This is an optimization exercise on Yosys and OpenROAD, whose aim is small area, a short achievable clock period and few clock cycles per item, not a production implementation.
Function was not checked in any run shown here: the RTL went through the layout flow alone.
Power figures rest on the tool's default switching activity, not on a simulated workload.

File: config.mk
export PLATFORM = sky130hd
export DESIGN_NAME = vfix_unit
export DESIGN_NICKNAME = vfix_unit
export VERILOG_FILES = /design/flow/design.v
export SDC_FILE = /design/flow/constraint.sdc
export NUM_CORES = 8
export LEC_CHECK = 0
export ABC_AREA = 1
export CAP_MARGIN = 0
export CORE_MARGIN = 2
export CORE_UTILIZATION = 75
export SLEW_MARGIN = 0
export SYNTH_HIERARCHICAL = 1
File: constraint.sdc
create_clock -name core_clock -period 25.0 [get_ports {clk}]
set_input_delay 5.0000 -clock core_clock [delete_from_list [all_inputs] [get_ports {clk}]]
set_output_delay 5.0000 -clock core_clock [all_outputs]
set_load 0.01 [all_outputs]
File: design.v
module vfix_lane (
    input  wire        neg,       
    input  wire        rne,       
    input  wire        k15,       
    input  wire        klo,       
    input  wire [16:0] X,
    input  wire [17:0] Y,
    input  wire [16:0] A,
    output wire [17:0] v
);
    wire [18:0] Ye = {Y, 1'b0};
    reg  [8:0] one, two, nb;
    integer i;
    always @* begin
        for (i = 0; i < 9; i = i + 1) begin
            one[i] = Ye[2*i+1] ^ Ye[2*i];
            two[i] = (Ye[2*i+2] & ~Ye[2*i+1] & ~Ye[2*i]) | (~Ye[2*i+2] & Ye[2*i+1] & Ye[2*i]);
            nb[i]  = Ye[2*i+2] ^ neg;
        end
    end
    wire [17:0] Xs = {X[16], X};
    wire [17:0] X2 = {X, 1'b0};
    wire [17:0] pp0 = ((({18{one[0]}} & Xs) | ({18{two[0]}} & X2)) ^ {18{nb[0]}}) ^ 18'h20000;
    wire [17:0] pp1 = ((({18{one[1]}} & Xs) | ({18{two[1]}} & X2)) ^ {18{nb[1]}}) ^ 18'h20000;
    wire [17:0] pp2 = ((({18{one[2]}} & Xs) | ({18{two[2]}} & X2)) ^ {18{nb[2]}}) ^ 18'h20000;
    wire [17:0] pp3 = ((({18{one[3]}} & Xs) | ({18{two[3]}} & X2)) ^ {18{nb[3]}}) ^ 18'h20000;
    wire [17:0] pp4 = ((({18{one[4]}} & Xs) | ({18{two[4]}} & X2)) ^ {18{nb[4]}}) ^ 18'h20000;
    wire [17:0] pp5 = ((({18{one[5]}} & Xs) | ({18{two[5]}} & X2)) ^ {18{nb[5]}}) ^ 18'h20000;
    wire [17:0] pp6 = ((({18{one[6]}} & Xs) | ({18{two[6]}} & X2)) ^ {18{nb[6]}}) ^ 18'h20000;
    wire [17:0] pp7 = ((({18{one[7]}} & Xs) | ({18{two[7]}} & X2)) ^ {18{nb[7]}}) ^ 18'h20000;
    wire [17:0] pp8 = ((({18{one[8]}} & Xs) | ({18{two[8]}} & X2)) ^ {18{nb[8]}}) ^ 18'h20000;
    wire cr0 = ~klo;
    wire cr15 = ~(k15 ^ klo);
    wire cr16 = ~(k15 | klo);
    wire cr17 = (k15 | klo);
    wire ks0, kc0, ks1, kc1, ks2, kc2, ks3, kc3, ks4, kc4, ks5, kc5;
    wire ks6, kc6, ks7, kc7, ks8, kc8, ks9, kc9, ks10, kc10, ks11, kc11;
    wire ks12, kc12, ks13, kc13, ks14, kc14, ks15, kc15, ks16, kc16, ks17, kc17;
    wire ks18, kc18, ks19, kc19, ks20, kc20, hs0, hc0, fs0, fc0, fs1, fc1;
    wire fs2, fc2, fs3, fc3, hs1, hc1, fs4, fc4, hs2, hc2, hs3, hc3;
    wire fs5, fc5, hs4, hc4, fs6, fc6, hs5, hc5, fs7, fc7, fs8, fc8;
    wire hs6, hc6, fs9, fc9, fs10, fc10, fs11, fc11, fs12, fc12, fs13, fc13;
    wire fs14, fc14, fs15, fc15, fs16, fc16, fs17, fc17, fs18, fc18, fs19, fc19;
    wire fs20, fc20, fs21, fc21, fs22, fc22, fs23, fc23, fs24, fc24, fs25, fc25;
    wire hs7, hc7, fs26, fc26, fs27, fc27, fs28, fc28, fs29, fc29, hs8, hc8;
    wire fs30, fc30, fs31, fc31, hs9, hc9, fs32, fc32, hs10, hc10, hs11, hc11;
    wire fs33, fc33, hs12, hc12, fs34, fc34, hs13, hc13, fs35, fc35, fs36, fc36;
    wire fs37, fc37, fs38, fc38, fs39, fc39, fs40, fc40, fs41, fc41, fs42, fc42;
    wire fs43, fc43, fs44, fc44, fs45, fc45, fs46, fc46, fs47, fc47, fs48, fc48;
    wire fs49, fc49, fs50, fc50, fs51, fc51, fs52, fc52, fs53, fc53, fs54, fc54;
    wire fs55, fc55, fs56, fc56, fs57, fc57, fs58, fc58, fs59, fc59, fs60, fc60;
    wire fs61, fc61, fs62, fc62, fs63, fc63, fs64, fc64, fs65, fc65, fs66, fc66;
    wire fs67, fc67, hs14, hc14, fs68, fc68, fs69, fc69, hs15, hc15, fs70, fc70;
    wire hs16, hc16, hs17, hc17, fs71, fc71, fs72, fc72, fs73, fc73, fs74, fc74;
    wire fs75, fc75, fs76, fc76, fs77, fc77, fs78, fc78, fs79, fc79, fs80, fc80;
    wire fs81, fc81, fs82, fc82, fs83, fc83, fs84, fc84, fs85, fc85, fs86, fc86;
    wire fs87, fc87, fs88, fc88, fs89, fc89, fs90, fc90, fs91, fc91, fs92, fc92;
    wire fs93, fc93, fs94, fc94, hs18, hc18, fs95, fc95, hs19, hc19, hs20, hc20;
    wire hs21, hc21, hs22, hc22, fs96, fc96, fs97, fc97, fs98, fc98, fs99, fc99;
    wire fs100, fc100, fs101, fc101, fs102, fc102, fs103, fc103, fs104, fc104, fs105, fc105;
    wire fs106, fc106, fs107, fc107, fs108, fc108, fs109, fc109, fs110, fc110, fs111, fc111;
    wire fs112, fc112, fs113, fc113, fs114, fc114, fs115, fc115, fs116, fc116, fs117, fc117;
    wire fs118, fc118, fs119, fc119, fs120, fc120, fs121, fc121, fs122, fc122, fs123, fc123;
    wire hs23, hc23, fs124, fc124, g0_0, p0_0, g1_1, p1_1, g2_2, p2_2, g3_3, p3_3;
    wire g4_4, p4_4, g5_5, p5_5, g6_6, p6_6, g7_7, p7_7, g8_8, p8_8, g9_9, p9_9;
    wire g10_10, p10_10, g11_11, p11_11, g12_12, p12_12, g13_13, p13_13, g14_14, p14_14, g15_15, p15_15;
    wire g16_16, p16_16, g17_17, p17_17, g18_18, p18_18, g19_19, p19_19, g20_20, p20_20, g21_21, p21_21;
    wire g22_22, p22_22, g23_23, p23_23, g24_24, p24_24, g25_25, p25_25, g26_26, p26_26, g27_27, p27_27;
    wire g28_28, p28_28, g29_29, p29_29, g30_30, p30_30, g31_31, p31_31, g32_32, p32_32, g33_33, p33_33;
    wire G34, G35, P35, G36, P36, G37, P37, G38, P38, G39, P39, G40;
    wire P40, G41, P41, G42, G43, P43, G44, P44, G45, P45, G46, G47;
    wire P47, G48, G49, G50, P50, G51, P51, G52, P52, G53, P53, G54;
    wire P54, G55, P55, G56, P56, G57, P57, G58, P58, G59, P59, G60;
    wire P60, G61, P61, G62, P62, G63, P63, G64, P64, G65, P65, G66;
    wire P66, G67, P67, G68, P68, G69, P69, G70, P70, G71, P71, G72;
    wire P72, G73, P73, G74, P74, G75, P75, G76, P76, G77, P77, G78;
    wire P78, G79, P79, G80, P80, G81, P81, G82, P82, G83, P83, G84;
    wire P84, C85, C86, C87, C88, C89, C90, C91, C92, C93, C94, C95;
    wire C96, C97, C98, C99, C100, C101, vs0, vs1, vs2, vs3, vs4, vs5;
    wire vs6, vs7, vs8, vs9, vs10, vs11, vs12, vs13, vs14, vs15, vs16, vs17;
    assign ks0 = ~(nb[1] ^ pp0[2]);
    assign kc0 = nb[1] | pp0[2];
    assign ks1 = ~(pp0[3] ^ pp1[1]);
    assign kc1 = pp0[3] | pp1[1];
    assign ks2 = ~(nb[2] ^ pp0[4]);
    assign kc2 = nb[2] | pp0[4];
    assign ks3 = ~(pp0[5] ^ pp1[3]);
    assign kc3 = pp0[5] | pp1[3];
    assign ks4 = ~(nb[3] ^ pp0[6]);
    assign kc4 = nb[3] | pp0[6];
    assign ks5 = ~(pp0[7] ^ pp1[5]);
    assign kc5 = pp0[7] | pp1[5];
    assign ks6 = ~(nb[4] ^ pp0[8]);
    assign kc6 = nb[4] | pp0[8];
    assign ks7 = ~(pp0[9] ^ pp1[7]);
    assign kc7 = pp0[9] | pp1[7];
    assign ks8 = ~(nb[5] ^ pp0[10]);
    assign kc8 = nb[5] | pp0[10];
    assign ks9 = ~(pp0[11] ^ pp1[9]);
    assign kc9 = pp0[11] | pp1[9];
    assign ks10 = ~(nb[6] ^ pp0[12]);
    assign kc10 = nb[6] | pp0[12];
    assign ks11 = ~(pp0[13] ^ pp1[11]);
    assign kc11 = pp0[13] | pp1[11];
    assign ks12 = ~(nb[7] ^ pp0[14]);
    assign kc12 = nb[7] | pp0[14];
    assign ks13 = ~(A[2] ^ pp1[16]);
    assign kc13 = A[2] | pp1[16];
    assign ks14 = ~(A[4] ^ pp2[16]);
    assign kc14 = A[4] | pp2[16];
    assign ks15 = ~(A[6] ^ pp3[16]);
    assign kc15 = A[6] | pp3[16];
    assign ks16 = ~(A[8] ^ pp4[16]);
    assign kc16 = A[8] | pp4[16];
    assign ks17 = ~(A[10] ^ pp5[16]);
    assign kc17 = A[10] | pp5[16];
    assign ks18 = ~(A[12] ^ pp6[16]);
    assign kc18 = A[12] | pp6[16];
    assign ks19 = ~(A[14] ^ pp7[16]);
    assign kc19 = A[14] | pp7[16];
    assign ks20 = ~(A[16] ^ pp8[16]);
    assign kc20 = A[16] | pp8[16];
    assign hs0 = cr15 ^ pp0[15];
    assign hc0 = cr15 & pp0[15];
    vfix_fa u_fa0 (.a(A[0]), .b(nb[8]), .ci(cr16), .s(fs0), .co(fc0));
    vfix_fa u_fa1 (.a(pp0[16]), .b(pp1[14]), .ci(pp2[12]), .s(fs1), .co(fc1));
    vfix_fa u_fa2 (.a(A[1]), .b(cr17), .ci(pp0[17]), .s(fs2), .co(fc2));
    vfix_fa u_fa3 (.a(pp1[15]), .b(pp2[13]), .ci(pp3[11]), .s(fs3), .co(fc3));
    assign hs1 = pp2[14] ^ pp3[12];
    assign hc1 = pp2[14] & pp3[12];
    vfix_fa u_fa4 (.a(A[3]), .b(pp1[17]), .ci(pp2[15]), .s(fs4), .co(fc4));
    assign hs2 = pp1[8] ^ pp2[6];
    assign hc2 = pp1[8] & pp2[6];
    assign hs3 = pp2[7] ^ pp3[5];
    assign hc3 = pp2[7] & pp3[5];
    vfix_fa u_fa5 (.a(pp1[10]), .b(pp2[8]), .ci(pp3[6]), .s(fs5), .co(fc5));
    assign hs4 = pp4[4] ^ pp5[2];
    assign hc4 = pp4[4] & pp5[2];
    vfix_fa u_fa6 (.a(pp2[9]), .b(pp3[7]), .ci(pp4[5]), .s(fs6), .co(fc6));
    assign hs5 = pp5[3] ^ pp6[1];
    assign hc5 = pp5[3] & pp6[1];
    vfix_fa u_fa7 (.a(pp1[12]), .b(pp2[10]), .ci(pp3[8]), .s(fs7), .co(fc7));
    vfix_fa u_fa8 (.a(pp4[6]), .b(pp5[4]), .ci(pp6[2]), .s(fs8), .co(fc8));
    assign hs6 = pp7[0] ^ kc11;
    assign hc6 = pp7[0] & kc11;
    vfix_fa u_fa9 (.a(pp1[13]), .b(pp2[11]), .ci(pp3[9]), .s(fs9), .co(fc9));
    vfix_fa u_fa10 (.a(pp4[7]), .b(pp5[5]), .ci(pp6[3]), .s(fs10), .co(fc10));
    vfix_fa u_fa11 (.a(pp7[1]), .b(kc12), .ci(hs0), .s(fs11), .co(fc11));
    vfix_fa u_fa12 (.a(fs0), .b(pp3[10]), .ci(pp4[8]), .s(fs12), .co(fc12));
    vfix_fa u_fa13 (.a(pp5[6]), .b(pp6[4]), .ci(pp7[2]), .s(fs13), .co(fc13));
    vfix_fa u_fa14 (.a(pp8[0]), .b(hc0), .ci(fs1), .s(fs14), .co(fc14));
    vfix_fa u_fa15 (.a(fc0), .b(pp4[9]), .ci(pp5[7]), .s(fs15), .co(fc15));
    vfix_fa u_fa16 (.a(pp6[5]), .b(pp7[3]), .ci(pp8[1]), .s(fs16), .co(fc16));
    vfix_fa u_fa17 (.a(fc1), .b(fs2), .ci(fs3), .s(fs17), .co(fc17));
    vfix_fa u_fa18 (.a(pp4[10]), .b(pp5[8]), .ci(pp6[6]), .s(fs18), .co(fc18));
    vfix_fa u_fa19 (.a(pp7[4]), .b(pp8[2]), .ci(hs1), .s(fs19), .co(fc19));
    vfix_fa u_fa20 (.a(ks13), .b(fc2), .ci(fc3), .s(fs20), .co(fc20));
    vfix_fa u_fa21 (.a(pp3[13]), .b(pp4[11]), .ci(pp5[9]), .s(fs21), .co(fc21));
    vfix_fa u_fa22 (.a(pp6[7]), .b(pp7[5]), .ci(pp8[3]), .s(fs22), .co(fc22));
    vfix_fa u_fa23 (.a(hc1), .b(kc13), .ci(fs4), .s(fs23), .co(fc23));
    vfix_fa u_fa24 (.a(pp3[14]), .b(pp4[12]), .ci(pp5[10]), .s(fs24), .co(fc24));
    vfix_fa u_fa25 (.a(pp6[8]), .b(pp7[6]), .ci(pp8[4]), .s(fs25), .co(fc25));
    assign hs7 = ks14 ^ fc4;
    assign hc7 = ks14 & fc4;
    vfix_fa u_fa26 (.a(A[5]), .b(pp2[17]), .ci(pp3[15]), .s(fs26), .co(fc26));
    vfix_fa u_fa27 (.a(pp4[13]), .b(pp5[11]), .ci(pp6[9]), .s(fs27), .co(fc27));
    vfix_fa u_fa28 (.a(pp7[7]), .b(pp8[5]), .ci(kc14), .s(fs28), .co(fc28));
    vfix_fa u_fa29 (.a(pp4[14]), .b(pp5[12]), .ci(pp6[10]), .s(fs29), .co(fc29));
    assign hs8 = pp7[8] ^ pp8[6];
    assign hc8 = pp7[8] & pp8[6];
    vfix_fa u_fa30 (.a(A[7]), .b(pp3[17]), .ci(pp4[15]), .s(fs30), .co(fc30));
    vfix_fa u_fa31 (.a(pp5[13]), .b(pp6[11]), .ci(pp7[9]), .s(fs31), .co(fc31));
    assign hs9 = pp5[14] ^ pp6[12];
    assign hc9 = pp5[14] & pp6[12];
    vfix_fa u_fa32 (.a(A[9]), .b(pp4[17]), .ci(pp5[15]), .s(fs32), .co(fc32));
    assign hs10 = pp1[4] ^ pp2[2];
    assign hc10 = pp1[4] & pp2[2];
    assign hs11 = pp2[3] ^ pp3[1];
    assign hc11 = pp2[3] & pp3[1];
    vfix_fa u_fa33 (.a(pp1[6]), .b(pp2[4]), .ci(pp3[2]), .s(fs33), .co(fc33));
    assign hs12 = pp4[0] ^ kc5;
    assign hc12 = pp4[0] & kc5;
    vfix_fa u_fa34 (.a(pp2[5]), .b(pp3[3]), .ci(pp4[1]), .s(fs34), .co(fc34));
    assign hs13 = kc6 ^ ks7;
    assign hc13 = kc6 & ks7;
    vfix_fa u_fa35 (.a(pp3[4]), .b(pp4[2]), .ci(pp5[0]), .s(fs35), .co(fc35));
    vfix_fa u_fa36 (.a(kc7), .b(hs2), .ci(ks8), .s(fs36), .co(fc36));
    vfix_fa u_fa37 (.a(pp4[3]), .b(pp5[1]), .ci(hc2), .s(fs37), .co(fc37));
    vfix_fa u_fa38 (.a(kc8), .b(hs3), .ci(ks9), .s(fs38), .co(fc38));
    vfix_fa u_fa39 (.a(pp6[0]), .b(hc3), .ci(kc9), .s(fs39), .co(fc39));
    vfix_fa u_fa40 (.a(hs4), .b(ks10), .ci(fs5), .s(fs40), .co(fc40));
    vfix_fa u_fa41 (.a(hc4), .b(kc10), .ci(hs5), .s(fs41), .co(fc41));
    vfix_fa u_fa42 (.a(ks11), .b(fc5), .ci(fs6), .s(fs42), .co(fc42));
    vfix_fa u_fa43 (.a(hc5), .b(ks12), .ci(fc6), .s(fs43), .co(fc43));
    vfix_fa u_fa44 (.a(hs6), .b(fs7), .ci(fs8), .s(fs44), .co(fc44));
    vfix_fa u_fa45 (.a(hc6), .b(fc7), .ci(fc8), .s(fs45), .co(fc45));
    vfix_fa u_fa46 (.a(fs10), .b(fs9), .ci(fs11), .s(fs46), .co(fc46));
    vfix_fa u_fa47 (.a(fc10), .b(fc9), .ci(fs12), .s(fs47), .co(fc47));
    vfix_fa u_fa48 (.a(fs13), .b(fc11), .ci(fs14), .s(fs48), .co(fc48));
    vfix_fa u_fa49 (.a(fc12), .b(fc13), .ci(fs15), .s(fs49), .co(fc49));
    vfix_fa u_fa50 (.a(fs16), .b(fc14), .ci(fs17), .s(fs50), .co(fc50));
    vfix_fa u_fa51 (.a(fc15), .b(fc16), .ci(fs18), .s(fs51), .co(fc51));
    vfix_fa u_fa52 (.a(fs19), .b(fs20), .ci(fc17), .s(fs52), .co(fc52));
    vfix_fa u_fa53 (.a(fc18), .b(fs21), .ci(fs22), .s(fs53), .co(fc53));
    vfix_fa u_fa54 (.a(fc19), .b(fc20), .ci(fs23), .s(fs54), .co(fc54));
    vfix_fa u_fa55 (.a(fc21), .b(fc22), .ci(fs24), .s(fs55), .co(fc55));
    vfix_fa u_fa56 (.a(fs25), .b(hs7), .ci(fc23), .s(fs56), .co(fc56));
    vfix_fa u_fa57 (.a(fc24), .b(fc25), .ci(fs26), .s(fs57), .co(fc57));
    vfix_fa u_fa58 (.a(fs27), .b(hc7), .ci(fs28), .s(fs58), .co(fc58));
    vfix_fa u_fa59 (.a(hs8), .b(ks15), .ci(fc26), .s(fs59), .co(fc59));
    vfix_fa u_fa60 (.a(fc27), .b(fs29), .ci(fc28), .s(fs60), .co(fc60));
    vfix_fa u_fa61 (.a(pp8[7]), .b(hc8), .ci(kc15), .s(fs61), .co(fc61));
    vfix_fa u_fa62 (.a(fc29), .b(fs30), .ci(fs31), .s(fs62), .co(fc62));
    vfix_fa u_fa63 (.a(pp7[10]), .b(pp8[8]), .ci(hs9), .s(fs63), .co(fc63));
    vfix_fa u_fa64 (.a(ks16), .b(fc30), .ci(fc31), .s(fs64), .co(fc64));
    vfix_fa u_fa65 (.a(pp6[13]), .b(pp7[11]), .ci(pp8[9]), .s(fs65), .co(fc65));
    vfix_fa u_fa66 (.a(hc9), .b(kc16), .ci(fs32), .s(fs66), .co(fc66));
    vfix_fa u_fa67 (.a(pp6[14]), .b(pp7[12]), .ci(pp8[10]), .s(fs67), .co(fc67));
    assign hs14 = ks17 ^ fc32;
    assign hc14 = ks17 & fc32;
    vfix_fa u_fa68 (.a(A[11]), .b(pp5[17]), .ci(pp6[15]), .s(fs68), .co(fc68));
    vfix_fa u_fa69 (.a(pp7[13]), .b(pp8[11]), .ci(kc17), .s(fs69), .co(fc69));
    assign hs15 = pp7[14] ^ pp8[12];
    assign hc15 = pp7[14] & pp8[12];
    vfix_fa u_fa70 (.a(A[13]), .b(pp6[17]), .ci(pp7[15]), .s(fs70), .co(fc70));
    assign hs16 = pp1[2] ^ pp2[0];
    assign hc16 = pp1[2] & pp2[0];
    assign hs17 = pp2[1] ^ kc2;
    assign hc17 = pp2[1] & kc2;
    vfix_fa u_fa71 (.a(pp3[0]), .b(kc3), .ci(hs10), .s(fs71), .co(fc71));
    vfix_fa u_fa72 (.a(hc10), .b(kc4), .ci(hs11), .s(fs72), .co(fc72));
    vfix_fa u_fa73 (.a(hc11), .b(ks6), .ci(hs12), .s(fs73), .co(fc73));
    vfix_fa u_fa74 (.a(hc12), .b(fc33), .ci(fs34), .s(fs74), .co(fc74));
    vfix_fa u_fa75 (.a(fc34), .b(hc13), .ci(fs35), .s(fs75), .co(fc75));
    vfix_fa u_fa76 (.a(fc35), .b(fs37), .ci(fc36), .s(fs76), .co(fc76));
    vfix_fa u_fa77 (.a(fc37), .b(fs39), .ci(fc38), .s(fs77), .co(fc77));
    vfix_fa u_fa78 (.a(fc39), .b(fs41), .ci(fc40), .s(fs78), .co(fc78));
    vfix_fa u_fa79 (.a(fc41), .b(fs43), .ci(fc42), .s(fs79), .co(fc79));
    vfix_fa u_fa80 (.a(fc43), .b(fs45), .ci(fc44), .s(fs80), .co(fc80));
    vfix_fa u_fa81 (.a(fc45), .b(fs47), .ci(fc46), .s(fs81), .co(fc81));
    vfix_fa u_fa82 (.a(fc47), .b(fs49), .ci(fc48), .s(fs82), .co(fc82));
    vfix_fa u_fa83 (.a(fc49), .b(fs51), .ci(fc50), .s(fs83), .co(fc83));
    vfix_fa u_fa84 (.a(fc51), .b(fs53), .ci(fc52), .s(fs84), .co(fc84));
    vfix_fa u_fa85 (.a(fc53), .b(fs55), .ci(fc54), .s(fs85), .co(fc85));
    vfix_fa u_fa86 (.a(fc55), .b(fs57), .ci(fs58), .s(fs86), .co(fc86));
    vfix_fa u_fa87 (.a(fs59), .b(fc57), .ci(fs60), .s(fs87), .co(fc87));
    vfix_fa u_fa88 (.a(fs61), .b(fc59), .ci(fs62), .s(fs88), .co(fc88));
    vfix_fa u_fa89 (.a(fc61), .b(fs63), .ci(fs64), .s(fs89), .co(fc89));
    vfix_fa u_fa90 (.a(fs65), .b(fc63), .ci(fc64), .s(fs90), .co(fc90));
    vfix_fa u_fa91 (.a(fc65), .b(fs67), .ci(hs14), .s(fs91), .co(fc91));
    vfix_fa u_fa92 (.a(fc67), .b(fs68), .ci(hc14), .s(fs92), .co(fc92));
    vfix_fa u_fa93 (.a(hs15), .b(ks18), .ci(fc68), .s(fs93), .co(fc93));
    vfix_fa u_fa94 (.a(pp8[13]), .b(hc15), .ci(kc18), .s(fs94), .co(fc94));
    assign hs18 = pp8[14] ^ ks19;
    assign hc18 = pp8[14] & ks19;
    vfix_fa u_fa95 (.a(A[15]), .b(pp7[17]), .ci(pp8[15]), .s(fs95), .co(fc95));
    assign hs19 = nb[0] ^ cr0;
    assign hc19 = nb[0] & cr0;
    assign hs20 = 1'b1 ^ pp0[1];
    assign hc20 = 1'b1 & pp0[1];
    assign hs21 = pp1[0] ^ ks0;
    assign hc21 = pp1[0] & ks0;
    assign hs22 = kc0 ^ ks1;
    assign hc22 = kc0 & ks1;
    vfix_fa u_fa96 (.a(kc1), .b(hs16), .ci(ks2), .s(fs96), .co(fc96));
    vfix_fa u_fa97 (.a(hc16), .b(ks3), .ci(hs17), .s(fs97), .co(fc97));
    vfix_fa u_fa98 (.a(ks4), .b(hc17), .ci(fs71), .s(fs98), .co(fc98));
    vfix_fa u_fa99 (.a(ks5), .b(fc71), .ci(fs72), .s(fs99), .co(fc99));
    vfix_fa u_fa100 (.a(fs33), .b(fc72), .ci(fs73), .s(fs100), .co(fc100));
    vfix_fa u_fa101 (.a(hs13), .b(fc73), .ci(fs74), .s(fs101), .co(fc101));
    vfix_fa u_fa102 (.a(fs36), .b(fc74), .ci(fs75), .s(fs102), .co(fc102));
    vfix_fa u_fa103 (.a(fs38), .b(fc75), .ci(fs76), .s(fs103), .co(fc103));
    vfix_fa u_fa104 (.a(fs40), .b(fc76), .ci(fs77), .s(fs104), .co(fc104));
    vfix_fa u_fa105 (.a(fs42), .b(fc77), .ci(fs78), .s(fs105), .co(fc105));
    vfix_fa u_fa106 (.a(fs44), .b(fc78), .ci(fs79), .s(fs106), .co(fc106));
    vfix_fa u_fa107 (.a(fs46), .b(fc79), .ci(fs80), .s(fs107), .co(fc107));
    vfix_fa u_fa108 (.a(fc80), .b(fs48), .ci(fs81), .s(fs108), .co(fc108));
    vfix_fa u_fa109 (.a(fs50), .b(fc81), .ci(fs82), .s(fs109), .co(fc109));
    vfix_fa u_fa110 (.a(fs52), .b(fc82), .ci(fs83), .s(fs110), .co(fc110));
    vfix_fa u_fa111 (.a(fs54), .b(fc83), .ci(fs84), .s(fs111), .co(fc111));
    vfix_fa u_fa112 (.a(fs56), .b(fc84), .ci(fs85), .s(fs112), .co(fc112));
    vfix_fa u_fa113 (.a(fc56), .b(fs86), .ci(fc85), .s(fs113), .co(fc113));
    vfix_fa u_fa114 (.a(fc58), .b(fc86), .ci(fs87), .s(fs114), .co(fc114));
    vfix_fa u_fa115 (.a(fc60), .b(fs88), .ci(fc87), .s(fs115), .co(fc115));
    vfix_fa u_fa116 (.a(fc62), .b(fc88), .ci(fs89), .s(fs116), .co(fc116));
    vfix_fa u_fa117 (.a(fs66), .b(fc89), .ci(fs90), .s(fs117), .co(fc117));
    vfix_fa u_fa118 (.a(fc66), .b(fs91), .ci(fc90), .s(fs118), .co(fc118));
    vfix_fa u_fa119 (.a(fs69), .b(fs92), .ci(fc91), .s(fs119), .co(fc119));
    vfix_fa u_fa120 (.a(fc69), .b(fs93), .ci(fc92), .s(fs120), .co(fc120));
    vfix_fa u_fa121 (.a(fs70), .b(fs94), .ci(fc93), .s(fs121), .co(fc121));
    vfix_fa u_fa122 (.a(fc70), .b(hs18), .ci(fc94), .s(fs122), .co(fc122));
    vfix_fa u_fa123 (.a(kc19), .b(hc18), .ci(fs95), .s(fs123), .co(fc123));
    assign hs23 = ks20 ^ fc95;
    assign hc23 = ks20 & fc95;
    vfix_fa u_fa124 (.a(A[16]), .b(pp8[17]), .ci(kc20), .s(fs124), .co(fc124));
    assign g0_0 = pp0[0] & hs19;
    assign p0_0 = pp0[0] ^ hs19;
    assign g1_1 = hc19 & hs20;
    assign p1_1 = hc19 ^ hs20;
    assign g2_2 = hc20 & hs21;
    assign p2_2 = hc20 ^ hs21;
    assign g3_3 = hc21 & hs22;
    assign p3_3 = hc21 ^ hs22;
    assign g4_4 = hc22 & fs96;
    assign p4_4 = hc22 ^ fs96;
    assign g5_5 = fc96 & fs97;
    assign p5_5 = fc96 ^ fs97;
    assign g6_6 = fc97 & fs98;
    assign p6_6 = fc97 ^ fs98;
    assign g7_7 = fc98 & fs99;
    assign p7_7 = fc98 ^ fs99;
    assign g8_8 = fc99 & fs100;
    assign p8_8 = fc99 ^ fs100;
    assign g9_9 = fc100 & fs101;
    assign p9_9 = fc100 ^ fs101;
    assign g10_10 = fc101 & fs102;
    assign p10_10 = fc101 ^ fs102;
    assign g11_11 = fc102 & fs103;
    assign p11_11 = fc102 ^ fs103;
    assign g12_12 = fc103 & fs104;
    assign p12_12 = fc103 ^ fs104;
    assign g13_13 = fc104 & fs105;
    assign p13_13 = fc104 ^ fs105;
    assign g14_14 = fc105 & fs106;
    assign p14_14 = fc105 ^ fs106;
    assign g15_15 = fc106 & fs107;
    assign p15_15 = fc106 ^ fs107;
    assign g16_16 = fc107 & fs108;
    assign p16_16 = fc107 ^ fs108;
    assign g17_17 = fc108 & fs109;
    assign p17_17 = fc108 ^ fs109;
    assign g18_18 = fc109 & fs110;
    assign p18_18 = fc109 ^ fs110;
    assign g19_19 = fc110 & fs111;
    assign p19_19 = fc110 ^ fs111;
    assign g20_20 = fc111 & fs112;
    assign p20_20 = fc111 ^ fs112;
    assign g21_21 = fc112 & fs113;
    assign p21_21 = fc112 ^ fs113;
    assign g22_22 = fc113 & fs114;
    assign p22_22 = fc113 ^ fs114;
    assign g23_23 = fc114 & fs115;
    assign p23_23 = fc114 ^ fs115;
    assign g24_24 = fc115 & fs116;
    assign p24_24 = fc115 ^ fs116;
    assign g25_25 = fc116 & fs117;
    assign p25_25 = fc116 ^ fs117;
    assign g26_26 = fc117 & fs118;
    assign p26_26 = fc117 ^ fs118;
    assign g27_27 = fc118 & fs119;
    assign p27_27 = fc118 ^ fs119;
    assign g28_28 = fc119 & fs120;
    assign p28_28 = fc119 ^ fs120;
    assign g29_29 = fc120 & fs121;
    assign p29_29 = fc120 ^ fs121;
    assign g30_30 = fc121 & fs122;
    assign p30_30 = fc121 ^ fs122;
    assign g31_31 = fc122 & fs123;
    assign p31_31 = fc122 ^ fs123;
    assign g32_32 = fc123 & hs23;
    assign p32_32 = fc123 ^ hs23;
    assign g33_33 = hc23 & fs124;
    assign p33_33 = hc23 ^ fs124;
    wire cin0 = rne ? (p16_16 ^ A[0]) : 1'b1;
    assign G34 = g0_0 | (p0_0 & cin0);
    assign G35 = g2_2 | (p2_2 & g1_1);
    assign P35 = p2_2 & p1_1;
    assign G36 = g4_4 | (p4_4 & g3_3);
    assign P36 = p4_4 & p3_3;
    assign G37 = g6_6 | (p6_6 & g5_5);
    assign P37 = p6_6 & p5_5;
    assign G38 = g8_8 | (p8_8 & g7_7);
    assign P38 = p8_8 & p7_7;
    assign G39 = g10_10 | (p10_10 & g9_9);
    assign P39 = p10_10 & p9_9;
    assign G40 = g12_12 | (p12_12 & g11_11);
    assign P40 = p12_12 & p11_11;
    assign G41 = g14_14 | (p14_14 & g13_13);
    assign P41 = p14_14 & p13_13;
    assign G42 = G35 | (P35 & G34);
    assign G43 = G37 | (P37 & G36);
    assign P43 = P37 & P36;
    assign G44 = G39 | (P39 & G38);
    assign P44 = P39 & P38;
    assign G45 = G41 | (P41 & G40);
    assign P45 = P41 & P40;
    assign G46 = G43 | (P43 & G42);
    assign G47 = G45 | (P45 & G44);
    assign P47 = P45 & P44;
    assign G48 = G47 | (P47 & G46);
    assign G49 = g15_15 | (p15_15 & G48);
    assign G50 = g17_17 | (p17_17 & g16_16);
    assign P50 = p17_17 & p16_16;
    assign G51 = g19_19 | (p19_19 & g18_18);
    assign P51 = p19_19 & p18_18;
    assign G52 = g21_21 | (p21_21 & g20_20);
    assign P52 = p21_21 & p20_20;
    assign G53 = g23_23 | (p23_23 & g22_22);
    assign P53 = p23_23 & p22_22;
    assign G54 = g25_25 | (p25_25 & g24_24);
    assign P54 = p25_25 & p24_24;
    assign G55 = g27_27 | (p27_27 & g26_26);
    assign P55 = p27_27 & p26_26;
    assign G56 = g29_29 | (p29_29 & g28_28);
    assign P56 = p29_29 & p28_28;
    assign G57 = g31_31 | (p31_31 & g30_30);
    assign P57 = p31_31 & p30_30;
    assign G58 = g33_33 | (p33_33 & g32_32);
    assign P58 = p33_33 & p32_32;
    assign G59 = g18_18 | (p18_18 & G50);
    assign P59 = p18_18 & P50;
    assign G60 = G51 | (P51 & G50);
    assign P60 = P51 & P50;
    assign G61 = g22_22 | (p22_22 & G52);
    assign P61 = p22_22 & P52;
    assign G62 = G53 | (P53 & G52);
    assign P62 = P53 & P52;
    assign G63 = g26_26 | (p26_26 & G54);
    assign P63 = p26_26 & P54;
    assign G64 = G55 | (P55 & G54);
    assign P64 = P55 & P54;
    assign G65 = g30_30 | (p30_30 & G56);
    assign P65 = p30_30 & P56;
    assign G66 = G57 | (P57 & G56);
    assign P66 = P57 & P56;
    assign G67 = g20_20 | (p20_20 & G60);
    assign P67 = p20_20 & P60;
    assign G68 = G52 | (P52 & G60);
    assign P68 = P52 & P60;
    assign G69 = G61 | (P61 & G60);
    assign P69 = P61 & P60;
    assign G70 = G62 | (P62 & G60);
    assign P70 = P62 & P60;
    assign G71 = g28_28 | (p28_28 & G64);
    assign P71 = p28_28 & P64;
    assign G72 = G56 | (P56 & G64);
    assign P72 = P56 & P64;
    assign G73 = G65 | (P65 & G64);
    assign P73 = P65 & P64;
    assign G74 = G66 | (P66 & G64);
    assign P74 = P66 & P64;
    assign G75 = g24_24 | (p24_24 & G70);
    assign P75 = p24_24 & P70;
    assign G76 = G54 | (P54 & G70);
    assign P76 = P54 & P70;
    assign G77 = G63 | (P63 & G70);
    assign P77 = P63 & P70;
    assign G78 = G64 | (P64 & G70);
    assign P78 = P64 & P70;
    assign G79 = G71 | (P71 & G70);
    assign P79 = P71 & P70;
    assign G80 = G72 | (P72 & G70);
    assign P80 = P72 & P70;
    assign G81 = G73 | (P73 & G70);
    assign P81 = P73 & P70;
    assign G82 = G74 | (P74 & G70);
    assign P82 = P74 & P70;
    assign G83 = g32_32 | (p32_32 & G82);
    assign P83 = p32_32 & P82;
    assign G84 = G58 | (P58 & G82);
    assign P84 = P58 & P82;
    assign C85 = g16_16 | (p16_16 & G49);
    assign C86 = G50 | (P50 & G49);
    assign C87 = G59 | (P59 & G49);
    assign C88 = G60 | (P60 & G49);
    assign C89 = G67 | (P67 & G49);
    assign C90 = G68 | (P68 & G49);
    assign C91 = G69 | (P69 & G49);
    assign C92 = G70 | (P70 & G49);
    assign C93 = G75 | (P75 & G49);
    assign C94 = G76 | (P76 & G49);
    assign C95 = G77 | (P77 & G49);
    assign C96 = G78 | (P78 & G49);
    assign C97 = G79 | (P79 & G49);
    assign C98 = G80 | (P80 & G49);
    assign C99 = G81 | (P81 & G49);
    assign C100 = G82 | (P82 & G49);
    assign C101 = G83 | (P83 & G49);
    vfix_xor2 u_vs0 (.a(p16_16), .b(G49), .y(vs0));
    vfix_xor2 u_vs1 (.a(p17_17), .b(C85), .y(vs1));
    vfix_xor2 u_vs2 (.a(p18_18), .b(C86), .y(vs2));
    vfix_xor2 u_vs3 (.a(p19_19), .b(C87), .y(vs3));
    vfix_xor2 u_vs4 (.a(p20_20), .b(C88), .y(vs4));
    vfix_xor2 u_vs5 (.a(p21_21), .b(C89), .y(vs5));
    vfix_xor2 u_vs6 (.a(p22_22), .b(C90), .y(vs6));
    vfix_xor2 u_vs7 (.a(p23_23), .b(C91), .y(vs7));
    vfix_xor2 u_vs8 (.a(p24_24), .b(C92), .y(vs8));
    vfix_xor2 u_vs9 (.a(p25_25), .b(C93), .y(vs9));
    vfix_xor2 u_vs10 (.a(p26_26), .b(C94), .y(vs10));
    vfix_xor2 u_vs11 (.a(p27_27), .b(C95), .y(vs11));
    vfix_xor2 u_vs12 (.a(p28_28), .b(C96), .y(vs12));
    vfix_xor2 u_vs13 (.a(p29_29), .b(C97), .y(vs13));
    vfix_xor2 u_vs14 (.a(p30_30), .b(C98), .y(vs14));
    vfix_xor2 u_vs15 (.a(p31_31), .b(C99), .y(vs15));
    vfix_xor2 u_vs16 (.a(p32_32), .b(C100), .y(vs16));
    vfix_xor2 u_vs17 (.a(p33_33), .b(C101), .y(vs17));
    assign v = {vs17, vs16, vs15, vs14, vs13, vs12, vs11, vs10, vs9, vs8, vs7, vs6, vs5, vs4, vs3, vs2, vs1, vs0};
endmodule
module vfix_fa (
    input  wire a,
    input  wire b,
    input  wire ci,
    output wire s,
    output wire co
);
    assign s  = a ^ b ^ ci;
    assign co = (a & b) | (a & ci) | (b & ci);
endmodule
module vfix_xor2 (
    input  wire a,
    input  wire b,
    output wire y
);
    assign y = a ^ b;
endmodule
module vfix_xnor2 (
    input  wire a,
    input  wire b,
    output wire y
);
    assign y = ~(a ^ b);
endmodule
module vfix_unit #(
    parameter LANES = 4
) (
    input  wire                  clk,
    input  wire                  rst,
    input  wire                  in_valid,
    output wire                  in_ready,
    input  wire [2:0]            in_func,
    input  wire                  in_type,
    input  wire [1:0]            in_rnd,
    input  wire                  in_zero,
    input  wire [LANES-1:0]      in_pred,
    input  wire [16*LANES-1:0]   in_a,
    input  wire [16*LANES-1:0]   in_b,
    input  wire [16*LANES-1:0]   in_c,
    input  wire [16*LANES-1:0]   in_d,
    output reg                   out_valid,
    output reg  [16*LANES-1:0]   out_d,
    output reg                   out_sat
);
    assign in_ready = 1'b1;
    wire f_fma  = (in_func == 3'd1);
    wire f_fms  = (in_func == 3'd2);
    wire f_lerp = (in_func == 3'd3);
    wire f_add  = (in_func == 3'd4);
    wire f_sub  = (in_func == 3'd5);
    wire f_rsh  = (in_func == 3'd6);
    wire f_conv = (in_func == 3'd7);
    wire f_pow2 = in_func[2];            
    wire typ    = in_type;
    wire a_sgn  = f_conv ? typ : ~typ;   
    wire neg    = f_fms | f_sub;         
    wire k15 = f_fms ? (in_rnd != 2'd0) : (in_rnd != 2'd1);
    wire klo = f_fms & ~in_rnd[1];
    wire [17*LANES-1:0] bma_all;
    genvar gl;
    generate
        for (gl = 0; gl < LANES; gl = gl + 1) begin : g_sub
            wire [15:0] sa = in_a[16*gl +: 16];
            wire [15:0] sb = in_b[16*gl +: 16];
            wire [15:0] sg = sb & ~sa;
            wire [15:0] sx, bm;
            wire sg0_1, sg0_3, sp0_3, sg0_5, sp0_5, sg0_7, sp0_7, sg0_9, sp0_9, sg0_11;
            wire sp0_11, sg0_13, sp0_13, sg0_15, sp0_15, sg1_2, sp1_2, sg1_3, sp1_3, sg1_6;
            wire sp1_6, sg1_7, sp1_7, sg1_10, sp1_10, sg1_11, sp1_11, sg1_14, sp1_14, sg1_15;
            wire sp1_15, sg2_4, sp2_4, sg2_5, sp2_5, sg2_6, sp2_6, sg2_7, sp2_7, sg2_12;
            wire sp2_12, sg2_13, sp2_13, sg2_14, sp2_14, sg2_15, sp2_15, sg3_8, sp3_8, sg3_9;
            wire sp3_9, sg3_10, sp3_10, sg3_11, sp3_11, sg3_12, sp3_12, sg3_13, sp3_13, sg3_14;
            wire sp3_14, sg3_15, sp3_15, sg4_16, sp4_16;
            assign sg0_1 = sg[0] | (~sx[0] & 1'b1);
            assign sg0_3 = sg[2] | (~sx[2] & sg[1]);
            assign sp0_3 = ~sx[2] & ~sx[1];
            assign sg0_5 = sg[4] | (~sx[4] & sg[3]);
            assign sp0_5 = ~sx[4] & ~sx[3];
            assign sg0_7 = sg[6] | (~sx[6] & sg[5]);
            assign sp0_7 = ~sx[6] & ~sx[5];
            assign sg0_9 = sg[8] | (~sx[8] & sg[7]);
            assign sp0_9 = ~sx[8] & ~sx[7];
            assign sg0_11 = sg[10] | (~sx[10] & sg[9]);
            assign sp0_11 = ~sx[10] & ~sx[9];
            assign sg0_13 = sg[12] | (~sx[12] & sg[11]);
            assign sp0_13 = ~sx[12] & ~sx[11];
            assign sg0_15 = sg[14] | (~sx[14] & sg[13]);
            assign sp0_15 = ~sx[14] & ~sx[13];
            assign sg1_2 = sg[1] | (~sx[1] & sg0_1);
            assign sp1_2 = ~sx[1] & 1'b0;
            assign sg1_3 = sg0_3 | (sp0_3 & sg0_1);
            assign sp1_3 = sp0_3 & 1'b0;
            assign sg1_6 = sg[5] | (~sx[5] & sg0_5);
            assign sp1_6 = ~sx[5] & sp0_5;
            assign sg1_7 = sg0_7 | (sp0_7 & sg0_5);
            assign sp1_7 = sp0_7 & sp0_5;
            assign sg1_10 = sg[9] | (~sx[9] & sg0_9);
            assign sp1_10 = ~sx[9] & sp0_9;
            assign sg1_11 = sg0_11 | (sp0_11 & sg0_9);
            assign sp1_11 = sp0_11 & sp0_9;
            assign sg1_14 = sg[13] | (~sx[13] & sg0_13);
            assign sp1_14 = ~sx[13] & sp0_13;
            assign sg1_15 = sg0_15 | (sp0_15 & sg0_13);
            assign sp1_15 = sp0_15 & sp0_13;
            assign sg2_4 = sg[3] | (~sx[3] & sg1_3);
            assign sp2_4 = ~sx[3] & sp1_3;
            assign sg2_5 = sg0_5 | (sp0_5 & sg1_3);
            assign sp2_5 = sp0_5 & sp1_3;
            assign sg2_6 = sg1_6 | (sp1_6 & sg1_3);
            assign sp2_6 = sp1_6 & sp1_3;
            assign sg2_7 = sg1_7 | (sp1_7 & sg1_3);
            assign sp2_7 = sp1_7 & sp1_3;
            assign sg2_12 = sg[11] | (~sx[11] & sg1_11);
            assign sp2_12 = ~sx[11] & sp1_11;
            assign sg2_13 = sg0_13 | (sp0_13 & sg1_11);
            assign sp2_13 = sp0_13 & sp1_11;
            assign sg2_14 = sg1_14 | (sp1_14 & sg1_11);
            assign sp2_14 = sp1_14 & sp1_11;
            assign sg2_15 = sg1_15 | (sp1_15 & sg1_11);
            assign sp2_15 = sp1_15 & sp1_11;
            assign sg3_8 = sg[7] | (~sx[7] & sg2_7);
            assign sp3_8 = ~sx[7] & sp2_7;
            assign sg3_9 = sg0_9 | (sp0_9 & sg2_7);
            assign sp3_9 = sp0_9 & sp2_7;
            assign sg3_10 = sg1_10 | (sp1_10 & sg2_7);
            assign sp3_10 = sp1_10 & sp2_7;
            assign sg3_11 = sg1_11 | (sp1_11 & sg2_7);
            assign sp3_11 = sp1_11 & sp2_7;
            assign sg3_12 = sg2_12 | (sp2_12 & sg2_7);
            assign sp3_12 = sp2_12 & sp2_7;
            assign sg3_13 = sg2_13 | (sp2_13 & sg2_7);
            assign sp3_13 = sp2_13 & sp2_7;
            assign sg3_14 = sg2_14 | (sp2_14 & sg2_7);
            assign sp3_14 = sp2_14 & sp2_7;
            assign sg3_15 = sg2_15 | (sp2_15 & sg2_7);
            assign sp3_15 = sp2_15 & sp2_7;
            assign sg4_16 = sg[15] | (~sx[15] & sg3_15);
            assign sp4_16 = ~sx[15] & sp3_15;
            assign sx[0] = sa[0] ^ sb[0];
            vfix_xnor2 u_s0 (.a(sx[0]), .b(1'b1), .y(bm[0]));
            assign sx[1] = sa[1] ^ sb[1];
            vfix_xnor2 u_s1 (.a(sx[1]), .b(sg0_1), .y(bm[1]));
            assign sx[2] = sa[2] ^ sb[2];
            vfix_xnor2 u_s2 (.a(sx[2]), .b(sg1_2), .y(bm[2]));
            assign sx[3] = sa[3] ^ sb[3];
            vfix_xnor2 u_s3 (.a(sx[3]), .b(sg1_3), .y(bm[3]));
            assign sx[4] = sa[4] ^ sb[4];
            vfix_xnor2 u_s4 (.a(sx[4]), .b(sg2_4), .y(bm[4]));
            assign sx[5] = sa[5] ^ sb[5];
            vfix_xnor2 u_s5 (.a(sx[5]), .b(sg2_5), .y(bm[5]));
            assign sx[6] = sa[6] ^ sb[6];
            vfix_xnor2 u_s6 (.a(sx[6]), .b(sg2_6), .y(bm[6]));
            assign sx[7] = sa[7] ^ sb[7];
            vfix_xnor2 u_s7 (.a(sx[7]), .b(sg2_7), .y(bm[7]));
            assign sx[8] = sa[8] ^ sb[8];
            vfix_xnor2 u_s8 (.a(sx[8]), .b(sg3_8), .y(bm[8]));
            assign sx[9] = sa[9] ^ sb[9];
            vfix_xnor2 u_s9 (.a(sx[9]), .b(sg3_9), .y(bm[9]));
            assign sx[10] = sa[10] ^ sb[10];
            vfix_xnor2 u_s10 (.a(sx[10]), .b(sg3_10), .y(bm[10]));
            assign sx[11] = sa[11] ^ sb[11];
            vfix_xnor2 u_s11 (.a(sx[11]), .b(sg3_11), .y(bm[11]));
            assign sx[12] = sa[12] ^ sb[12];
            vfix_xnor2 u_s12 (.a(sx[12]), .b(sg3_12), .y(bm[12]));
            assign sx[13] = sa[13] ^ sb[13];
            vfix_xnor2 u_s13 (.a(sx[13]), .b(sg3_13), .y(bm[13]));
            assign sx[14] = sa[14] ^ sb[14];
            vfix_xnor2 u_s14 (.a(sx[14]), .b(sg3_14), .y(bm[14]));
            assign sx[15] = sa[15] ^ sb[15];
            vfix_xnor2 u_s15 (.a(sx[15]), .b(sg3_15), .y(bm[15]));
            assign bma_all[17*gl +: 17] = {~sg4_16, bm};
        end
    endgenerate
    reg [17*LANES-1:0] p_x, p_a;
    reg [18*LANES-1:0] p_y;
    reg [15:0] a, b, c, d, a16;
    reg [16:0] bma;
    reg [17:0] yp, y;
    reg [18:0] ye;
    reg        pr, sx_lerp, sx_sub, sx_a, sa_d, sa_c, sa_a, sa_b, sy_c, sy_b, sy_b2, sy_p;
    integer l, j;
    always @* begin
        for (l = 0; l < LANES; l = l + 1) begin
            a  = in_a[16*l +: 16];
            b  = in_b[16*l +: 16];
            c  = in_c[16*l +: 16];
            d  = in_d[16*l +: 16];
            pr = in_pred[l];
            bma = bma_all[17*l +: 17];
            sx_lerp = pr & f_lerp;
            sx_sub  = pr & f_sub;
            sx_a    = pr & ~f_lerp & ~f_sub;
            p_x[17*l +: 17] = ({17{sx_lerp}} & bma)
                            | ({17{sx_sub}}  & {~typ & b[15], b})
                            | ({17{sx_a}}    & {a_sgn & a[15], a});
            sa_d = ~pr & ~in_zero;
            sa_c = pr & (f_fma | f_fms);
            sa_a = pr & (f_lerp | f_sub | (f_conv & typ));
            sa_b = pr & f_add;
            a16  = ({16{sa_d}} & d) | ({16{sa_c}} & c) | ({16{sa_a}} & a) | ({16{sa_b}} & b);
            p_a[17*l +: 17] = {a16[15] & (~typ | (pr & f_conv)), a16};
            sy_c  = pr & f_lerp;
            sy_b  = pr & ~f_pow2 & ~f_lerp & typ;
            sy_b2 = pr & ~f_pow2 & ~f_lerp & ~typ;
            sy_p  = pr & f_pow2;
            for (j = 0; j < 18; j = j + 1)
                yp[j] = f_rsh ? (b[3:0] == 16 - j)
                              : ((f_conv & ~typ) ? (j == 15) : (j == 16));
            y = ({18{sy_c}} & {2'b00, c}) | ({18{sy_b}} & {2'b00, b})
              | ({18{sy_b2}} & {b[15], b, 1'b0}) | ({18{sy_p}} & yp);
            p_y[18*l +: 18] = y;
        end
    end
    reg                 s1_valid;
    reg                 s1_typ, s1_rne, s1_k15, s1_klo;
    reg [LANES-1:0]     s1_neg;
    reg [17*LANES-1:0]  s1_x, s1_a;
    reg [18*LANES-1:0]  s1_y;
    always @(posedge clk) begin
        if (rst)
            s1_valid <= 1'b0;
        else
            s1_valid <= in_valid;
        s1_neg <= {LANES{neg}} & in_pred;    
        s1_typ <= typ;
        s1_rne <= in_rnd[1];
        s1_k15 <= k15;
        s1_klo <= klo;
        s1_x   <= p_x;
        s1_y   <= p_y;
        s1_a   <= p_a;
    end
    wire [18*LANES-1:0] lane_v;
    genvar i;
    generate
        for (i = 0; i < LANES; i = i + 1) begin : g_lane
            vfix_lane u_lane (
                .neg (s1_neg[i]),
                .rne (s1_rne),
                .k15 (s1_k15),
                .klo (s1_klo),
                .X   (s1_x[17*i +: 17]),
                .Y   (s1_y[18*i +: 18]),
                .A   (s1_a[17*i +: 17]),
                .v   (lane_v[18*i +: 18])
            );
        end
    endgenerate
    reg                 s2_valid;
    reg                 s2_typ;
    reg [18*LANES-1:0]  s2_v;
    always @(posedge clk) begin
        if (rst)
            s2_valid <= 1'b0;
        else
            s2_valid <= s1_valid;
        s2_typ <= s1_typ;
        s2_v   <= lane_v;
    end
    reg [16*LANES-1:0] res;
    reg                sat;
    reg [17:0]         v;
    reg                ovf;
    integer q;
    always @* begin
        sat = 1'b0;
        for (q = 0; q < LANES; q = q + 1) begin
            v   = s2_v[18*q +: 18];
            ovf = s2_typ ? (v[17] | v[16]) : ~((v[17] == v[16]) & (v[16] == v[15]));
            sat = sat | ovf;
            if (!ovf)
                res[16*q +: 16] = v[15:0];
            else if (s2_typ)
                res[16*q +: 16] = {16{~v[17]}};
            else
                res[16*q +: 16] = {v[17], {15{~v[17]}}};
        end
    end
    always @(posedge clk) begin
        if (rst)
            out_valid <= 1'b0;
        else
            out_valid <= s2_valid;
        out_d   <= res;
        out_sat <= sat;
    end
endmodule
File: flow/run.sh
#!/bin/bash
# Standard synthesis and layout, with buf_2 cells as the port buffers; the
# layout's timing repair aims at a setup slack of MARGIN ns (the clock
# period and constraints are unchanged) on the worst endpoints, and may
# resize cells across footprints.
set -euo pipefail
MARGIN=19
bash standard.sh synth > synth.log 2>&1
bash standard.sh "BUFFER_PORTS_ARGS=-buffer_cell sky130_fd_sc_hd__buf_2" \
    SETUP_SLACK_MARGIN=$MARGIN TNS_END_PERCENT=5 MATCH_CELL_FOOTPRINT=0 finish > layout.log 2>&1
File: standard.sh
#!/bin/bash
# synth_recipe.tcl (not shown) runs the flow's synth.tcl, then flattens the netlist and writes it again
# the make line also repeats each setting of config.mk as NAME=value (left out here)
make -C /OpenROAD-flow-scripts/flow DESIGN_CONFIG=/design/flow/config.mk WORK_HOME=/design/flow/orfs CLKGATE_MAP_FILE= SYNTH_SCRIPT=/design/flow/synth_recipe.tcl "${@:-finish}"
==> results.sh, run 1 <==
export IMPL_drcViolationCount=0
export IMPL_clock_sinks=357
export IMPL_cap_violations=0
export IMPL_ys_async_sr_fraction_pct=0
export IMPL_min_from="s1_typ$_DFF_P_"
export IMPL_tightest_slew_ns=1.060
export IMPL_reg2reg_depth=28
export IMPL_clk_path_buf_depth=3
export IMPL_required_ns=25.47
export IMPL_netlist_top_cells_count="nand2_1, inv_1, xor2_1"
export IMPL_crit_type="in -> reg"
export IMPL_synth_cell_types=53
export IMPL_critPathMaxFanout=11
export IMPL_final_layout_size_suffix_gt1_share_pct=13.30
export IMPL_io_pin_count=337
export IMPL_die_w_um=261.1
export IMPL_maxSlewHeadroom_pct=29.35
export IMPL_synthTopCellsByArea="fa_1, dfxtp_1, xor2_1"
export IMPL_io_buffers=335
export IMPL_fin_setup_tns_ns=0
export IMPL_ys_ff_latch=357
export IMPL_regToRegSetupSlack_ns=19.01
export IMPL_reg2reg_from="s1_y[18]$_DFF_P_"
export IMPL_wire_per_inst_um=21.42
export IMPL_yosysTopAreaCellShare_pct=20.19
export IMPL_synthToLayoutAreaGrowth_pct=7.779
export IMPL_die_area_um2=68170
export IMPL_combPwrFrac_pct=82.7
export IMPL_start_util_pct=75.54
export IMPL_antenna_found_initial=13
export IMPL_r2r_end="s2_v[33]$_DFF_P_"
export IMPL_dp_hpwl_um=116900
export IMPL_clock_latency_ns=0.60
export IMPL_fin_crit_ns=6.172
export IMPL_synth_edf_count=0
export IMPL_finalMaxSlewViolations=0
export IMPL_syn_area_um2=49570
export IMPL_peakVddDrop_uv=243.4
export IMPL_max_freq_mhz=162.0
export IMPL_vias=46480
export IMPL_min_path_type="reg -> reg"
export IMPL_synth_area_leader_cell="fa_1"
export IMPL_setup_violations=0
export IMPL_dr_pass1_iters=10
export IMPL_nets=7624
export IMPL_crit_path_start_kind="primary input"
export IMPL_rsz0062_at_grt="yes"
export IMPL_dieHeight_um=261.1
export IMPL_cts_made_buffers=42
export IMPL_fp_row_count=94
export IMPL_via_per_inst=6.296
export IMPL_grt_ovfl_total=0
export IMPL_grt_start_max_net_pins=32
export IMPL_switching_power_mw=4.952
export IMPL_wl_um=158100
export IMPL_htreeDepth=2
export IMPL_ant_nets=0
export IMPL_gp_congestion=1.031
export IMPL_hold_viol_final=0
export IMPL_status="timing/DRC/antenna clean"
export IMPL_path_clk_slew_ns=0.07
export IMPL_coreArea_um2=65630
export IMPL_drt_initial_drc_count=5608
export IMPL_grt_first_pass_wirelength_um=242300
export IMPL_cp_endpoint="s1_y[50]$_DFF_P_"
export IMPL_clock_skew_ns=0.01887
export IMPL_endpoint_kind="flop"
export IMPL_yosysMostFrequentCell="nand2_1"
export IMPL_period_share_pct=24.69
export IMPL_netSwitchingFraction_pct=56.31
export IMPL_grt_pass1_vias=45610
export IMPL_p_int_mw=3.842
export IMPL_yosysSeqAreaShare_pct=14.42
export IMPL_p_per_area_nw_per_um2=164.6
export IMPL_cts_tree="built"
export IMPL_p_seq_share_pct=9.9
export IMPL_avgSynthCellArea_um2=7.850
export IMPL_grt_usage_pct=45.13
export IMPL_cts_root_buffer_cell="clkbuf_16"
export IMPL_leakagePower_nw=28.24
export IMPL_finish_utilization_pct=81.41
export IMPL_synth_cells=6315
export IMPL_yosys_warnings=8
export IMPL_n_fill_cell=4404
export IMPL_synthFlopType="dfxtp_1"
export IMPL_cts_hold_buf=0
export IMPL_cp_startpoint="in_type"
export IMPL_power_share_clock_pct=7.5
export IMPL_worstPathArrival_ns=6.64
modules after synthesis, one instance, submodules excluded:
module      cell area, µm²  cells inside  flops+latches  times used
vfix_xor2            18.77             5              0          72
vfix_lane             5354           770              0           4
vfix_xnor2           18.77             5              0          64
vfix_unit            15590          2055            357           1
vfix_fa              20.02             1              0         500
metrics by stage:
stage	instance area [µm²]	worst slack [ns]	instances	hold slack [ns]	total power [mW]
floorplan	49950	18.66	6323	0.3096	7.243
global placement	50540	17.81	7223	0.3128	7.346
detailed placement	50540	17.73	7223	0.3262	7.778
CTS	52120	18.87	7306	0.3420	8.561
global route	53410	18.84	7373	0.3530	9.771
finish	53430	18.83	7382	0.3428	8.793
cells in the final DEF, fill, tap and decap left out, types with 9 or more instances in the layout:
master / n
nor3_1: 18
o22ai_1: 595
nand4_1: 36
xnor2_4: 36
a21oi_2: 22
a31oi_1: 12
a22oi_1: 14
nand2_1: 1347
nor2_1: 224
a21oi_1: 206
inv_1: 909
ha_1: 346
buf_4: 86
a21oi_4: 20
a21o_1: 20
nand2_4: 18
inv_4: 24
diode_2: 12
dfxtp_1: 348
nand2_2: 81
o211ai_1: 35
buf_2: 312
xor2_1: 648
inv_2: 53
clkinvlp_4: 18
o2111ai_1: 30
conb_1: 9
clkbuf_8: 11
o21ai_1: 17
ha_4: 32
clkinv_1: 72
nand3_1: 83
nand3_2: 12
o21ai_0: 123
fa_1: 500
o21bai_1: 12
clkbuf_16: 45
worst min-delay path by stage:
stage / endpoint / slack, ns / cells after the start
6_report: s2_typ$_DFF_P_ / 0.34 / 0
5_1_grt: s2_typ$_DFF_P_ / 0.35 / 0
4_1_cts: s2_typ$_DFF_P_ / 0.34 / 0
3_5_place_dp: s2_typ$_DFF_P_ / 0.33 / 0
3_3_place_gp: s2_typ$_DFF_P_ / 0.31 / 0
2_1_floorplan: s2_typ$_DFF_P_ / 0.31 / 0
power groups by stage:
stage | Sequential [mW] | Combinational (mW) | Clock, mW
after floorplan | 0.887 | 6.36 | 0
after CTS | 0.865 | 7.04 | 0.655
after detailed placement | 0.875 | 6.90 | 0
after global routing | 0.879 | 8.22 | 0.677
final | 0.867 | 7.27 | 0.658
after global placement | 0.872 | 6.47 | 0
worst max-delay path, cell delays in order:
cell and delay, ns:
buf_2 0.35, inv_2 0.24, nand3_1 0.42, inv_2 0.21
a21oi_1 0.28, o21ai_0 0.12
registers in the layout, indices dropped and copies added (netlist names), 4 cells and up:
signal	cells
s1_y	72
s2_v	72
s1_a	68
s1_x	68
out_d	64
s1_neg	4
kinds of logic after synthesis:
kind of cell             count (synthesis)  share of synthesized area [%]
AND/OR/NAND/NOR                       1856                          15.15
AO/OA/AOI/OAI                         1140                          14.22
adder cells (fa/ha/maj)                882                          29.83
buffers and inverters                 1387                          12.79
other                                    1                       0.007565
flip-flops                             357                          14.42
XOR/XNOR                               692                          13.59
layer usage:
metal | wire length (µm) | global-route usage, %
met5 | 197 | 1.111
met4 | 10540 | 26.59
met3 | 20000 | 12.29
met2 | 71070 | 71.87
met1 | 56330 | 55.01
cell type report:
cell class	count	area [µm²]	share of cell area [%]
repair inverters	1	7.507	0.01405
repair buffers	414	2392	4.478
multi-input cells	4579	37110	69.45
clock inverters	15	157.7	0.2951
well taps	864	1081	2.023
inverters	1077	4183	7.829
flip-flops and latches	357	7168	13.42
clock buffers	63	1304	2.440
diodes	12	30.03	0.05620
repair_timing:
| action | CTS | global route |
|---|---|---|
| setup endpoints to repair | 304 | 318 |
| resized for setup | 24 | 188 |
| buffers inserted | 5 | 63 |
| cloned | 0 | 1 |
| pin swaps | 2 | 35 |
==> run 2, diff against run 1 <==
--- a/design.v
+++ b/design.v
@@ -675,7 +675,7 @@
     reg [16:0] bma;
     reg [17:0] yp, y;
     reg [18:0] ye;
-    reg        pr, sx_lerp, sx_sub, sx_a, sa_d, sa_c, sa_a, sa_b, sy_c, sy_b, sy_b2, sy_p;
+    reg        pr, sx_lerp, sx_b, sx_a, sa_d, sa_c, sa_a, sy_c, sy_b, sy_b2, sy_p;
     integer l, j;
     always @* begin
         for (l = 0; l < LANES; l = l + 1) begin
@@ -686,16 +686,15 @@
             pr = in_pred[l];
             bma = bma_all[17*l +: 17];
             sx_lerp = pr & f_lerp;
-            sx_sub  = pr & f_sub;
-            sx_a    = pr & ~f_lerp & ~f_sub;
+            sx_b    = pr & (f_sub | f_add);
+            sx_a    = pr & ~f_lerp & ~f_sub & ~f_add;
             p_x[17*l +: 17] = ({17{sx_lerp}} & bma)
-                            | ({17{sx_sub}}  & {~typ & b[15], b})
+                            | ({17{sx_b}}    & {~typ & b[15], b})
                             | ({17{sx_a}}    & {a_sgn & a[15], a});
             sa_d = ~pr & ~in_zero;
             sa_c = pr & (f_fma | f_fms);
-            sa_a = pr & (f_lerp | f_sub | (f_conv & typ));
-            sa_b = pr & f_add;
-            a16  = ({16{sa_d}} & d) | ({16{sa_c}} & c) | ({16{sa_a}} & a) | ({16{sa_b}} & b);
+            sa_a = pr & (f_lerp | f_add | f_sub | (f_conv & typ));
+            a16  = ({16{sa_d}} & d) | ({16{sa_c}} & c) | ({16{sa_a}} & a);
             p_a[17*l +: 17] = {a16[15] & (~typ | (pr & f_conv)), a16};
             sy_c  = pr & f_lerp;
             sy_b  = pr & ~f_pow2 & ~f_lerp & typ;
--- a/config.mk
+++ b/config.mk
@@ -8,6 +8,8 @@
 export ABC_AREA = 1
 export CAP_MARGIN = 0
 export CORE_MARGIN = 2
-export CORE_UTILIZATION = 75
+export CORE_UTILIZATION = 65
+export CTS_CLUSTER_DIAMETER = 80
+export CTS_CLUSTER_SIZE = 25
 export SLEW_MARGIN = 0
 export SYNTH_HIERARCHICAL = 1
==> results.sh, run 2 <==
export IMPL_final_cell_mix="nand2_1, inv_1, xor2_1, o22ai_1, fa_1"
export IMPL_crit_type="in -> reg"
export IMPL_setup_violations=0
export IMPL_clock_skew_ns=0.02462
export IMPL_start_util_pct=65.33
export IMPL_power_mw=8.386
export IMPL_grt_first_pass_wirelength_um=238500
export IMPL_cts_made_buffers=26
export IMPL_coreArea_um2=75570
export IMPL_period_share_pct=24.84
export IMPL_reg2reg_from="s1_neg[1]$_DFF_P_"
export IMPL_endpoint_kind="flop"
export IMPL_netlist_top_cells_count="nand2_1, inv_1, xor2_1"
export IMPL_cp_slowest_cell="clkinv_1"
export IMPL_max_freq_mhz=161.0
export IMPL_synthFlopType="dfxtp_1"
export IMPL_min_from="s1_typ$_DFF_P_"
export IMPL_grt_ovfl_total=0
export IMPL_crit_chain="clkbuf_4 > nand2_4 > nor2_2 > clkinv_1 > o211ai_1"
export IMPL_cts_root_buffer_cell="clkbuf_16"
export IMPL_cp_startpoint="in_func[2]"
export IMPL_dieHeight_um=279.6
export IMPL_fin_setup_tns_ns=0
export IMPL_synth_edf_count=0
export IMPL_clk_path_buf_depth=3
export IMPL_tightest_slew_ns=1.059
export IMPL_vias=43660
export IMPL_fp_row_count=101
export IMPL_worstPathArrival_ns=6.73
export IMPL_synth_cell_types=54
export IMPL_clock_sinks=357
export IMPL_io_pin_count=337
export IMPL_status="timing/DRC/antenna clean"
export IMPL_drt_initial_drc_count=4523
export IMPL_grt_pass1_vias=42430
export IMPL_layout_commonest_cell="nand2_1"
export IMPL_clock_latency_ns=0.61
export IMPL_gp_congestion=0.9978
export IMPL_maxSlewHeadroom_pct=29.31
export IMPL_fin_crit_ns=6.211
export IMPL_drcViolationCount=0
export IMPL_wl_um=153700
export IMPL_dr_pass1_iters=6
export IMPL_yosys_warnings=8
export IMPL_yosysMostFrequentCell="nand2_1"
export IMPL_final_layout_size_suffix_gt1_share_pct=12.27
export IMPL_synthToLayoutAreaGrowth_pct=6.164
export IMPL_yosysSeqAreaShare_pct=14.48
export IMPL_critPathMaxFanout=10
export IMPL_grt_usage_pct=38.83
export IMPL_slowest_delay_ns=0.50
export IMPL_hold_viol_final=0
export IMPL_synth_area_leader_cell="fa_1"
export IMPL_ys_async_sr_fraction_pct=0
export IMPL_largestRegisters="s1_y x72, s2_v x72"
export IMPL_cts_tree="built"
export IMPL_synth_cells=6218
export IMPL_dp_hpwl_um=118900
export IMPL_grt_start_max_net_pins=35
export IMPL_htreeDepth=1
export IMPL_synthTopCellsByArea="fa_1, dfxtp_1, xor2_1"
export IMPL_ant_nets=0
export IMPL_path_clk_slew_ns=0.10
export IMPL_cap_violations=0
export IMPL_finalMaxSlewViolations=0
export IMPL_die_area_um2=78170
export IMPL_avgSynthCellArea_um2=7.939
export IMPL_wire_per_inst_um=20.91
export IMPL_yosysTopAreaCellShare_pct=20.28
export IMPL_via_per_inst=5.936
export IMPL_n_fill_cell=6518
export IMPL_syn_area_um2=49370
export IMPL_nets=7492
export IMPL_p_per_area_nw_per_um2=160.0
export IMPL_antenna_found_initial=27
export IMPL_required_ns=25.52
export IMPL_ys_ff_latch=357
export IMPL_min_path_type="reg -> reg"
export IMPL_io_buffers=335
export IMPL_leakagePower_nw=27.93
export IMPL_die_w_um=279.6
export IMPL_rsz0062_at_grt="yes"
export IMPL_crit_path_start_kind="primary input"
export IMPL_peakVddDrop_uv=258.3
-- run 2: cell count changes after synthesis, sizes merged, moves of 8 or more --
cell | previous run | this run
nand4 | 36 | 14
nand3 | 99 | 120
o2111ai | 30 | 21
inv | 994 | 1020
o22ai | 595 | 613
a22oi | 21 | 1
o21ai | 148 | 63
a21oi | 248 | 217
nand2 | 1450 | 1394
buf | 282 | 274
o211ai | 36 | 82
o221ai | 0 | 28
-- run 2: final cells by class --
| class | instances | area [µm²] | share of cell area [%] |
|---|---|---|---|
| multi-input cells | 4463 | 36520 | 69.68 |
| flip-flops and latches | 357 | 7164 | 13.67 |
| inverters | 1098 | 4282 | 8.169 |
| repair buffers | 393 | 2165 | 4.130 |
| well taps | 978 | 1224 | 2.335 |
| clock buffers | 28 | 679.4 | 1.296 |
| clock inverters | 19 | 327.8 | 0.6255 |
| diodes | 17 | 42.54 | 0.08117 |
| repair inverters | 1 | 7.507 | 0.01432 |
-- run 2: cells by family (layout without fill, tap and decap cells) --
group	Yosys count	count (layout)	synth area share [%]
and+or+nand+nor	1797	1797	14.69
buffers and inverters	1406	1539	12.84
AOI/OAI and AO/OA	1083	1083	14.38
adders and majority gates	882	882	29.96
xor gates and xnor gates	692	692	13.65
DFF	357	357	14.48
other	1	26	0.007596
-- run 2: metal layers --
| layer | wire, µm | track usage, % |
|---|---|---|
| met5 | 172 | 0 |
| met2 | 68210 | 61.32 |
| met1 | 61900 | 52.43 |
| met3 | 15750 | 7.031 |
| met4 | 7707 | 16.51 |
-- run 2: worst paths after layout --
check,endpoint,slack [ns],cells past startpoint
setup / recovery,s1_x[27]$_DFF_P_,18.79,5
hold / removal,s2_typ$_DFF_P_,0.33,0
setup reg to reg,s2_v[35]$_DFF_P_,18.96,19
hold reg to reg,s2_typ$_DFF_P_,0.33,0
-- run 2: repair_timing --
item,4_1_cts,5_1_grt
hold buffers,0,0
gates resized for setup,20,35
pin swaps,0,7
buffers inserted,3,45
endpoints found under the setup margin,323,296
gates cloned,1,0
-- run 2: per-stage QoR --
stage | hold WS [ns] | instances | utilization (%) | worst slack [ns] | cell area, µm²
final | 0.3330 | 7354 | 69.35 | 18.79 | 52410
after global routing | 0.3368 | 7343 | 69.32 | 18.77 | 52380
after floorplan | 0.3096 | 6226 | - | 18.77 | 49900
after detailed placement | 0.3121 | 7241 | 67.09 | 17.81 | 50700
after CTS | 0.3317 | 7292 | 68.55 | 18.80 | 51800
after global placement | 0.3110 | 7241 | 67.09 | 17.83 | 50700
-- run 2: critical path: cells and delay by family --
family / cells / cell delay (ns)
buffers and inverters: 2 / 0.78
and+or+nand+nor: 2 / 0.59
AOI/OAI and AO/OA: 1 / 0.35
-- run 2: modules after synthesis, one instance, submodules excluded --
module / cells inside / flops+latches / times used / cell area, µm²
vfix_fa: 1 / 0 / 500 / 20.02
vfix_lane: 770 / 0 / 4 / 5354
vfix_unit: 1958 / 357 / 1 / 15390
vfix_xnor2: 5 / 0 / 64 / 18.77
vfix_xor2: 5 / 0 / 72 / 18.77
-- run 2: report_power, final --
| part | switching, mW | internal, mW | total [mW] | leakage [nW] |
|---|---|---|---|---|
| Combinational | 4.39 | 2.62 | 7.01 | 24.5 |
| Clock | 0.259 | 0.246 | 0.506 | 0.484 |
| Sequential | 0.0685 | 0.798 | 0.867 | 2.98 |
| Total | 4.72 | 3.67 | 8.39 | 27.9 |

[separate check: timing with driven ports]
No port has a modelled driver above. Below, the same layouts with a new extraction and two added sets of constraints.
Step 1: set_driving_cell puts a clkbuf_16 on clk and a buf_2 on each other input, an assumption about the parent block.
Step 2 times the ports against the registers' clock, not the clock port: input delays grow and output delays shrink by t, the midpoint of the rising clock arrivals with the driver on.
a / b / c = no drivers / after step 1 / after step 2; a / b = the first two.
run	t (ns)	setup slack, ns
run 1	0.663	18.828 / 18.838 / 18.181
run 2	0.671	18.789 / 18.768 / 18.103
After both steps every run listed still meets setup and hold.
